Source: an optimization exercise on an open RTL-to-GDS flow (aim: small area, a short achievable clock period and few clock cycles per item). Production flows keep margins and buffers that such runs may drop.
The RTL was checked by simulation tests, not by an equivalence proof against the original design.

## qg_spread_quant
module qg_spread_quant (
    input  wire         clk,
    input  wire         rst,
    input  wire         in_valid,
    output wire         in_ready,
    input  wire         in_first,    
    input  wire         in_blank,    
    input  wire         in_dots,     
    input  wire         in_grey3,    
    input  wire [16:0]  in_share,    
    input  wire [15:0]  in_gain,     
    input  wire [2:0]   in_lev,      
    input  wire [127:0] in_vol,      
    output reg          out_valid,
    output reg  [2:0]   out_lev,
    output reg          out_clip
);
For scale: about 3,000 cells after synthesis, about 340 flip-flops, roughly 24,000 µm² of cells after synthesis.
==> flow/config.mk <==
export PLATFORM = sky130hd
export DESIGN_NAME = qg_spread_quant
export DESIGN_NICKNAME = qg_spread_quant
export VERILOG_FILES = /design/flow/design.v
export SDC_FILE = /design/flow/constraint.sdc
export NUM_CORES = 4
export LEC_CHECK = 0
export ABC_AREA = 1
export CAP_MARGIN = 20
export CORE_MARGIN = 2
export CORE_UTILIZATION = 40
export CTS_CLUSTER_DIAMETER = 100
export CTS_CLUSTER_SIZE = 22
export PLACE_DENSITY = 0.6
export SLEW_MARGIN = 20
==> flow/constraint.sdc <==
create_clock -name core_clock -period 36.0 [get_ports {clk}]
set_input_delay 7.2000 -clock core_clock [delete_from_list [all_inputs] [get_ports {clk}]]
set_output_delay 7.2000 -clock core_clock [all_outputs]
set_load 0.01 [all_outputs]
standard.sh (not shown) runs the stock make flow with config.mk's settings and CLKGATE_MAP_FILE= SYNTH_SCRIPT=/design/flow/synth_recipe.tcl, a recipe that flattens the netlist after the stock synthesis.
==> flow/flow/run.sh <==
#!/bin/bash
# The standard layout, except that the ports are buffered with the
# smallest buffer (sky130_fd_sc_hd__buf_1) instead of the delay cell
# buffer_ports picks by itself, and clock tree synthesis adds no dummy
# loads.  Synthesis is the standard one.
set -euo pipefail
bash standard.sh synth > synth.log 2>&1
bash standard.sh "BUFFER_PORTS_ARGS=-buffer_cell sky130_fd_sc_hd__buf_1" \
    "CTS_ARGS=-sink_clustering_enable -repair_clock_nets -sink_clustering_size 22 -sink_clustering_max_diameter 100 -dont_use_dummy_load" \
    finish > layout.log 2>&1
Testbench counts at the start, summed over its fixed seeds: cycles 40,016, items 40,000.
Rerun with:
==> flow/flow/run.sh (replaced) <==
#!/bin/bash
# The standard layout, except that the ports are buffered with the
# smallest buffer (sky130_fd_sc_hd__buf_1) instead of the delay cell
# buffer_ports picks by itself, and clock tree synthesis uses smaller
# leaf buffers and adds no dummy loads.  Synthesis is the standard one.
set -euo pipefail
bash standard.sh synth > synth.log 2>&1
bash standard.sh "BUFFER_PORTS_ARGS=-buffer_cell sky130_fd_sc_hd__buf_1" \
    "CTS_ARGS=-sink_clustering_enable -repair_clock_nets -sink_clustering_size 16 -sink_clustering_max_diameter 80 -sink_clustering_buffer sky130_fd_sc_hd__clkbuf_8 -dont_use_dummy_load" \
    finish > layout.log 2>&1
Settings changed: CORE_UTILIZATION 40 to 60, CTS_CLUSTER_DIAMETER 100 to not set, CTS_CLUSTER_SIZE 22 to not set, PLACE_DENSITY 0.6 to 0.75.
Global-route usage rose by 11 points.
Synthesized area stays the same.
Flip-flop and latch count does not change.
Rerun with:
Settings changed: CORE_UTILIZATION 60 to 40, CTS_CLUSTER_DIAMETER set to 100, CTS_CLUSTER_SIZE set to 22, PLACE_DENSITY 0.75 to 0.6.
Effect:
- wire length rose by 0.68%
- worst setup slack is better by 0.010 ns

qg_spread_quant, a different RTL version from the one above (not shown whole).
For scale: about 2,800 cells after synthesis, about 310 flip-flops, about 180 I/O pins, about 0.026 mm2 of cells after synthesis.
export LEC_CHECK = 0
export CAP_MARGIN = 20
export CORE_MARGIN = 2
export CORE_UTILIZATION = 40
export PLACE_DENSITY = 0.6
export SLEW_MARGIN = 20
create_clock -name core_clock -period 36.0 [get_ports {clk}]
run.sh (not shown) runs the stock make flow with config.mk's settings and CLKGATE_MAP_FILE= SYNTH_SCRIPT=/design/flow/synth_recipe.tcl, a recipe that flattens the netlist after the stock synthesis.
Stock flow here: none of the scripts above is used.
Testbench counts at the start, summed over its fixed seeds: cycles 40,016, items 40,000.
==> next run, changes <==
--- a/flow/config.mk
+++ b/flow/config.mk
@@ -6,7 +6,7 @@
 export NUM_CORES = 4
 export LEC_CHECK = 0
-export CAP_MARGIN = 20
+export CAP_MARGIN = 80
 export CORE_MARGIN = 2
 export CORE_UTILIZATION = 40
 export PLACE_DENSITY = 0.6
-export SLEW_MARGIN = 20
+export SLEW_MARGIN = 80
After rerunning:
- setup slack gets better by 190 ps
- via count came out higher slightly
- routed wire length climbs slightly
- clock skew goes down by 11 ps
- design area climbs by a few percent
- sequential cell count is unchanged
- core utilization increases by 2.2 points
- worst hold slack hardly moves

Another version of the RTL of qg_spread_quant (not shown whole).
For scale: about 330 flip-flops, about 180 I/O pins.
Settings: LEC_CHECK=0, ABC_AREA=1, CAP_MARGIN=20, CORE_MARGIN=2, CORE_UTILIZATION=40, CTS_CLUSTER_DIAMETER=100, CTS_CLUSTER_SIZE=22, PLACE_DENSITY=0.6, SLEW_MARGIN=20; clock period 36.0 ns.
standard.sh (not shown) runs the stock make flow with config.mk's settings and CLKGATE_MAP_FILE= SYNTH_SCRIPT=/design/flow/synth_recipe.tcl, a recipe that flattens the netlist after the stock synthesis.
==> flow/flow/run.sh <==
#!/bin/bash
# The standard layout, except that the ports are buffered with the
# smallest buffer (sky130_fd_sc_hd__buf_1) instead of the delay cell
# buffer_ports picks by itself, and clock tree synthesis uses smaller
# leaf buffers and adds no dummy loads.  Synthesis is the standard one.
set -euo pipefail
bash standard.sh synth > synth.log 2>&1
bash standard.sh "BUFFER_PORTS_ARGS=-buffer_cell sky130_fd_sc_hd__buf_1" \
    "CTS_ARGS=-sink_clustering_enable -repair_clock_nets -sink_clustering_size 16 -sink_clustering_max_diameter 80 -sink_clustering_buffer sky130_fd_sc_hd__clkbuf_8 -dont_use_dummy_load -balance_levels" \
    finish > layout.log 2>&1
Testbench counts at the start, summed over its fixed seeds: cycles 40,016, items 40,000.
Edit:
--- a/flow/flow/run.sh
+++ b/flow/flow/run.sh
@@ -9 +9 @@
-    "CTS_ARGS=-sink_clustering_enable -repair_clock_nets -sink_clustering_size 16 -sink_clustering_max_diameter 80 -sink_clustering_buffer sky130_fd_sc_hd__clkbuf_8 -dont_use_dummy_load -balance_levels" \
+    "CTS_ARGS=-sink_clustering_enable -repair_clock_nets -sink_clustering_size 16 -sink_clustering_max_diameter 80 -sink_clustering_buffer sky130_fd_sc_hd__clkbuf_8 -dont_use_dummy_load" \
Effect:
- final cell count is unchanged
- die area stays the same
- clock skew does not change
- design area stays the same
- synthesized area is unchanged

separate check: timing with driven ports:
In the flow no input, the clock included, has a driving cell. The finished layouts below were timed again as built, in two steps. Step 1 (the two cells are an assumption about what drives the block):
set clk [get_ports {clk}]
set_driving_cell -lib_cell sky130_fd_sc_hd__clkbuf_16 $clk
set_driving_cell -lib_cell sky130_fd_sc_hd__buf_2 [delete_from_list [all_inputs] $clk]
Step 2 also shifts input and output timing later by t, the mid clock arrival at the registers, as if the neighbouring blocks saw the same clock. Slacks: no drivers / after step 1 / after step 2; pairs: no drivers / after step 1.
run	t, ns	slack for setup (ns)	hold WS [ns]	worst setup path at the end	cell pins on the clock port's net
the first run of note 1	0.599	27.751 / 27.689 / 28.068	0.290 / 0.290 / 0.290	input to register	1
the second run of note 1	0.585	27.763 / 27.710 / 27.940	0.320 / 0.320 / 0.320	input to register	1
the third run of note 1	0.596	27.773 / 27.714 / 28.078	0.286 / 0.286 / 0.286	input to register	1
the first run of note 2	0.622	25.797 / 25.797 / 25.797	0.330 / 0.330 / 0.330	register to register	1
the second run of note 2	0.633	25.987 / 25.987 / 25.987	0.327 / 0.327 / 0.327	register to register	1
the first run of note 3	0.582	27.699 / 27.699 / 27.699	0.320 / 0.320 / 0.320	register to register	1
the second run of note 3	0.582	27.699 / 27.699 / 27.699	0.320 / 0.320 / 0.320	register to register	1
After both steps every run listed still meets setup and hold.
